Background: an optimization exercise with open tools, aiming at small area, a short achievable clock period and few clock cycles per item. Do not read the settings as production practice. Where RTL was checked, it was by simulation tests only, not by an equivalence proof against the original. Power figures rest on the tool's default switching activity, not on a simulated workload.

wip/pepper:
==> flow/design.v <==
module lzw_enc (
    input  wire       clk,
    input  wire       rst,
    input  wire       in_valid,
    output wire       in_ready,
    input  wire [7:0] in_data,
    input  wire       in_last,
    input  wire       in_fc,
    output wire       out_valid,
    input  wire       out_ready,
    output wire [7:0] out_data,
    output wire       out_last
);
    localparam PB = 48;    
    reg        kv, kl, kf;      
    reg  [7:0] kd;
    reg        f0v, f0l, f0f;   
    reg  [7:0] f0d;
    reg        f1v, f1l, f1f;   
    reg  [7:0] f1d;
    reg        irdy;            
    assign in_ready = irdy;
    wire take_in = in_valid & irdy;
    reg  [8:0] w;       
    reg        wv;      
    reg        tl;      
    reg        fc;      
    reg        pend;    
    reg  [7:0] nx;      
    reg  [8:0] dp [2:127];
    reg  [7:0] db [2:127];
    reg        ev;      
    reg  [8:0] ec;      
    reg        eclr;    
    reg        etl;     
    reg  [PB-1:0]   pb;
    reg  [5:0]      pc;
    reg  [PB/8-1:0] lb;      
    reg             ov;
    assign out_valid = ov;
    assign out_data  = pb[7:0];
    assign out_last  = lb[0];
    reg  stall_s, stall_t;
    wire tgo   = tl & ~stall_t;                     
    wire go    = kv & (tl ? ~stall_t : ~stall_s);   
    wire load_k = (go | ~kv) & f0v;                 
    wire [7:0] kn = load_k ? f0d : kd;              
    wire [15:0] grp_gt, grp_eq;
    wire [7:0]  pos_gt, pos_eq;
    genvar g;
    generate
        for (g = 0; g < 16; g = g + 1) begin : g_grp
            assign grp_gt[g] = nx[7] | (nx[6:3] > g);
            assign grp_eq[g] = ~nx[7] & (nx[6:3] == g);
        end
        for (g = 0; g < 8; g = g + 1) begin : g_pos
            assign pos_gt[g] = nx[2:0] > g;
            assign pos_eq[g] = nx[2:0] == g;
        end
    endgenerate
    reg  [127:2] c;
    reg          jc;
    reg          rep;
    reg  [6:0]   rc;
    wire [127:0] m;
    assign m[1:0] = 2'b00;
    generate
        for (g = 2; g < 128; g = g + 1) begin : g_ent
            wire vld = grp_gt[g >> 3] | (grp_eq[g >> 3] & pos_gt[g & 7]);
            wire wen = grp_eq[g >> 3] & pos_eq[g & 7];
            assign m[g] = c[g] && !jc && (dp[g] == w);
            always @(posedge clk) begin
                c[g] <= vld && (db[g] == kn);
                if (wen) begin
                    dp[g] <= w;
                    db[g] <= kd;
                end
            end
        end
    endgenerate
    wire mb  = rep && (w[7:0] == kd);
    wire hit = (|m) | mb;
    wire [6:0] hj;
    generate
        for (g = 0; g < 7; g = g + 1) begin : g_enc
            wire [127:0] sel;
            genvar j;
            for (j = 0; j < 128; j = j + 1) begin : g_b
                if (((j >> g) & 1) != 0) begin : g_on
                    assign sel[j] = m[j];
                end else begin : g_off
                    assign sel[j] = 1'b0;
                end
            end
            assign hj[g] = (|sel) | (mb & rc[g]);
        end
    endgenerate
    wire [6:0] hj0;
    generate
        for (g = 0; g < 7; g = g + 1) begin : g_enc0
            wire [127:0] sel;
            genvar j;
            for (j = 0; j < 128; j = j + 1) begin : g_b
                if (((j >> g) & 1) == 0) begin : g_on
                    assign sel[j] = m[j];
                end else begin : g_off
                    assign sel[j] = 1'b0;
                end
            end
            assign hj0[g] = (|sel) | (mb & ~rc[g]);
        end
    endgenerate
    wire [8:0] w_nx = {wv & (hj[1] | hj0[1]),
                       kd[7] & ~(wv & (hj[0] | hj0[0])),
                       (wv ? hj : 7'd0) | (kd[6:0] & ~(wv ? hj0 : 7'd0))};
    wire miss = go & wv & ~hit;
    wire [5:0] room_e = tgo ? (pend ? 6'd34 : 6'd25) : (pend ? 6'd18 : 6'd9);
    wire [5:0] room_h = tgo ? room_e : 6'd0;
    wire [5:0] room_m = (tgo | (go & wv)) ? room_e : 6'd0;
    wire       pend_h = (go & ~wv) ? 1'b0 : pend;
    wire       pend_m = ~pend & (nx == 8'd127) & fc;
    wire adv  = miss & ~pend & ~nx[7];       
    wire [26:0] ebits = !ev ? 27'd0 :
                        {(eclr & etl) ? 9'd257 : 9'd0,
                         eclr ? 9'd256 : (etl ? 9'd257 : 9'd0),
                         ec};
    wire [5:0]  e_n   = !ev ? 6'd0 :
                        (eclr & etl) ? 6'd27 :
                        (eclr | etl) ? 6'd18 : 6'd9;
    wire [PB-1:0] merged = pb | ({{(PB-27){1'b0}}, ebits} << pc);
    wire [6:0]  pc_s  = {1'b0, pc} + {1'b0, e_n};
    wire [6:0]  pc_r  = (ev & etl) ? ((pc_s + 7'd7) & 7'h78) : pc_s;
    wire [2:0]  lastb = pc_r[5:3] - 3'd1;
    wire [PB/8-1:0] lb_m = lb | ((ev & etl) ? ({{(PB/8-1){1'b0}}, 1'b1} << lastb) : {PB/8{1'b0}});
    wire pop = ov & out_ready;
    wire [6:0]  pc_n  = pop ? pc_r - 7'd8 : pc_r;
    wire [6:0]  fill_h = pc_n + {1'b0, room_h};
    wire [6:0]  fill_m = pc_n + {1'b0, room_m};
    wire stall_s_h = fill_h > (pend_h ? PB - 18 : PB - 9);
    wire stall_s_m = fill_m > (pend_m ? PB - 18 : PB - 9);
    wire stall_t_h = fill_h > PB - 34;
    wire stall_t_m = fill_m > PB - 34;
    always @(posedge clk) begin
        if (rst) begin
            kv   <= 1'b0;
            f0v  <= 1'b0;
            f1v  <= 1'b0;
            irdy <= 1'b1;
            jc   <= 1'b1;
            rep  <= 1'b0;
            stall_s <= 1'b0;
            stall_t <= 1'b0;
            wv   <= 1'b0;
            tl   <= 1'b0;
            pend <= 1'b0;
            nx   <= 8'd2;
            ev   <= 1'b0;
            etl  <= 1'b0;
            pb   <= {PB{1'b0}};
            pc   <= 6'd0;
            lb   <= {PB/8{1'b0}};
            ov   <= 1'b0;
        end else begin
            ec <= w;
            if (load_k) begin
                kd <= f0d; kl <= f0l; kf <= f0f;
                kv <= 1'b1;
            end else if (go) begin
                kv <= 1'b0;
            end
            if (load_k || !f0v) begin
                if (f1v) begin
                    f0d <= f1d; f0l <= f1l; f0f <= f1f;
                    f0v  <= 1'b1;
                    f1v  <= 1'b0;
                    irdy <= 1'b1;
                end else begin
                    f0d <= in_data; f0l <= in_last; f0f <= in_fc;
                    f0v <= take_in;
                end
            end else if (take_in) begin
                f1d <= in_data; f1l <= in_last; f1f <= in_fc;
                f1v  <= 1'b1;
                irdy <= 1'b0;
            end
            jc <= go & (~wv | (miss & pend));
            if (go) begin
                rep <= adv & (w == {1'b0, kd});
                rc  <= nx[6:0];
            end
            if (go)
                w <= w_nx;
            if (go) begin
                if (!wv) begin
                    fc   <= kf;
                    nx   <= 8'd2;
                    pend <= 1'b0;
                end else if (!hit) begin
                    if (pend) begin
                        nx   <= 8'd2;
                        pend <= 1'b0;
                    end else if (!nx[7]) begin
                        nx <= nx + 8'd1;
                        if (nx == 8'd127 && fc)
                            pend <= 1'b1;
                    end
                end
                wv <= ~kl;
            end
            if (go && kl)
                tl <= 1'b1;
            else if (tgo)
                tl <= 1'b0;
            ev   <= miss | tgo;
            eclr <= pend;
            etl  <= tgo;
            pb <= pop ? (merged >> 8) : merged;
            lb <= pop ? (lb_m >> 1) : lb_m;
            pc <= pc_n[5:0];
            ov <= (pc_n >= 7'd8);
            stall_s <= miss ? stall_s_m : stall_s_h;
            stall_t <= miss ? stall_t_m : stall_t_h;
        end
    end
endmodule
==> flow/config.mk <==
export PLATFORM = sky130hd
export DESIGN_NAME = lzw_enc
export DESIGN_NICKNAME = lzw_enc
export VERILOG_FILES = /design/flow/design.v
export SDC_FILE = /design/flow/constraint.sdc
export NUM_CORES = 4
export LEC_CHECK = 0
export ABC_CLOCK_PERIOD_IN_PS = 3000
export CAP_MARGIN = 20
export CORE_MARGIN = 2
export CORE_UTILIZATION = 50
export CTS_BUF_LIST = sky130_fd_sc_hd__clkbuf_16
export CTS_CLUSTER_DIAMETER = 60
export CTS_CLUSTER_SIZE = 30
export SETUP_SLACK_MARGIN = 5
export SLEW_MARGIN = 20
export TNS_END_PERCENT = 10
==> flow/constraint.sdc <==
create_clock -name core_clock -period 10.0 [get_ports {clk}]
set_input_delay 2.0000 -clock core_clock [delete_from_list [all_inputs] [get_ports {clk}]]
set_output_delay 2.0000 -clock core_clock [all_outputs]
set_load 0.01 [all_outputs]
standard.sh (not shown) runs the stock make flow with config.mk's settings and CLKGATE_MAP_FILE= SYNTH_SCRIPT=/design/flow/synth_recipe.tcl, a recipe that flattens the netlist after the stock synthesis.
==> flow/flow/run.sh <==
#!/bin/bash
# The standard layout (standard.sh), with repair_timing aiming for a larger setup margin.
set -euo pipefail
sed 's/SETUP_SLACK_MARGIN=[0-9.]*/SETUP_SLACK_MARGIN=7/' standard.sh > standard_margin.sh
bash standard_margin.sh > standard.log 2>&1
#### Input delta (wip/maple over wip/pepper)
diff --git a/flow/design.v b/flow/design.v
--- a/flow/design.v
+++ b/flow/design.v
@@ -39,10 +39,14 @@
     reg             ov;
     assign out_valid = ov;
     assign out_data  = pb[7:0];
     assign out_last  = lb[0];
     reg  stall_s, stall_t;
+    wire [5:0] e_room = !ev ? 6'd0 :
+                        (eclr & etl) ? 6'd34 :
+                        etl ? 6'd25 :
+                        eclr ? 6'd18 : 6'd9;
     wire tgo   = tl & ~stall_t;                     
     wire go    = kv & (tl ? ~stall_t : ~stall_s);   
     wire load_k = (go | ~kv) & f0v;                 
     wire [7:0] kn = load_k ? f0d : kd;              
     wire [15:0] grp_gt, grp_eq;
@@ -132,16 +136,27 @@
     wire [6:0]  pc_r  = (ev & etl) ? ((pc_s + 7'd7) & 7'h78) : pc_s;
     wire [2:0]  lastb = pc_r[5:3] - 3'd1;
     wire [PB/8-1:0] lb_m = lb | ((ev & etl) ? ({{(PB/8-1){1'b0}}, 1'b1} << lastb) : {PB/8{1'b0}});
     wire pop = ov & out_ready;
     wire [6:0]  pc_n  = pop ? pc_r - 7'd8 : pc_r;
-    wire [6:0]  fill_h = pc_n + {1'b0, room_h};
-    wire [6:0]  fill_m = pc_n + {1'b0, room_m};
-    wire stall_s_h = fill_h > (pend_h ? PB - 18 : PB - 9);
-    wire stall_s_m = fill_m > (pend_m ? PB - 18 : PB - 9);
-    wire stall_t_h = fill_h > PB - 34;
-    wire stall_t_m = fill_m > PB - 34;
+    wire [7:0]  base   = {2'b0, pc} + {2'b0, e_room};
+    wire [7:0]  fill_h = base + {2'b0, room_h};
+    wire [7:0]  fill_m = base + {2'b0, room_m};
+    wire s_h0 = fill_h > PB - 9,  s_h0p = fill_h > PB - 1;
+    wire s_h1 = fill_h > PB - 18, s_h1p = fill_h > PB - 10;
+    wire s_m0 = fill_m > PB - 9,  s_m0p = fill_m > PB - 1;
+    wire s_m1 = fill_m > PB - 18, s_m1p = fill_m > PB - 10;
+    wire t_h  = fill_h > PB - 34, t_hp  = fill_h > PB - 26;
+    wire t_m  = fill_m > PB - 34, t_mp  = fill_m > PB - 26;
+    wire s_hn = pend_h ? s_h1  : s_h0;
+    wire s_hp = pend_h ? s_h1p : s_h0p;
+    wire s_mn = pend_m ? s_m1  : s_m0;
+    wire s_mp = pend_m ? s_m1p : s_m0p;
+    wire stall_s_h = pop ? s_hp : s_hn;
+    wire stall_s_m = pop ? s_mp : s_mn;
+    wire stall_t_h = pop ? t_hp : t_h;
+    wire stall_t_m = pop ? t_mp : t_m;
     always @(posedge clk) begin
         if (rst) begin
             kv   <= 1'b0;
             f0v  <= 1'b0;
             f1v  <= 1'b0;
--- outcome ---
Between wip/pepper and wip/maple, the fraction of the mapped netlist area in adder cells does not differ in any meaningful way.
Utilization across wip/pepper and wip/maple: no real change.
[wip/maple] critical path depth in cells fell 5 relative to wip/pepper
In wip/maple the fraction of area in non-clock buffers turned out 0.51 points higher than in wip/pepper.
Global-route wire length before repair of wip/pepper is on par with wip/maple.
Against wip/pepper, area of the core region in wip/maple came out worse.
wip/maple ended up with nx[6] as its timing endpoint of the critical path; wip/pepper ended up with stall_s.
Measured against each other, wip/pepper and wip/maple differ in signed area change from the synthesized netlist to the final layout, the higher figure coming from wip/maple.
Re clock network power share: wip/pepper and wip/maple aren't equal, and the higher value belongs to wip/maple.
wip/maple against wip/pepper: final cycle utilization of the critical path -5.6 points; count of different cell masters after synthesis +3.
Testbench counts of wip/maple, summed over its fixed seeds: cycles 87,750, items 85,491.
Function not checked in wip/pepper: the RTL went through the layout flow alone.

[what the ideal ports hide]
In the flow no input, the clock included, has a driving cell. The finished layouts below were timed again as built, in two steps.
Step 1, drivers: a clkbuf_16 drives clk and a buf_2 each remaining input, both assumed.
Step 2, shift: input delay + t, output delay - t, t = (earliest + latest rising clock arrival at the registers) / 2. This alone moves slack from input paths to output paths.
Slacks: ideal / step 1 / step 2; pairs: ideal / step 1.
| run | t, ns | setup WS [ns] | worst setup path at the end | latest minus earliest clock arrival (ns) | worst register clock-pin slew, ns |
|---|---|---|---|---|---|
| wip/pepper | 0.962 | 5.551 / 5.551 / 4.805 | input to register | 0.047 / 0.047 | 0.10 / 0.10 |
| wip/maple | 0.950 | 6.111 / 6.111 / 5.750 | input to register | 0.061 / 0.062 | 0.10 / 0.10 |
After both steps setup and hold are still met in every run listed. The setup slack of wip/pepper, which loses most, moves by 0.000 ns with the drivers and by -0.746 ns with both steps.
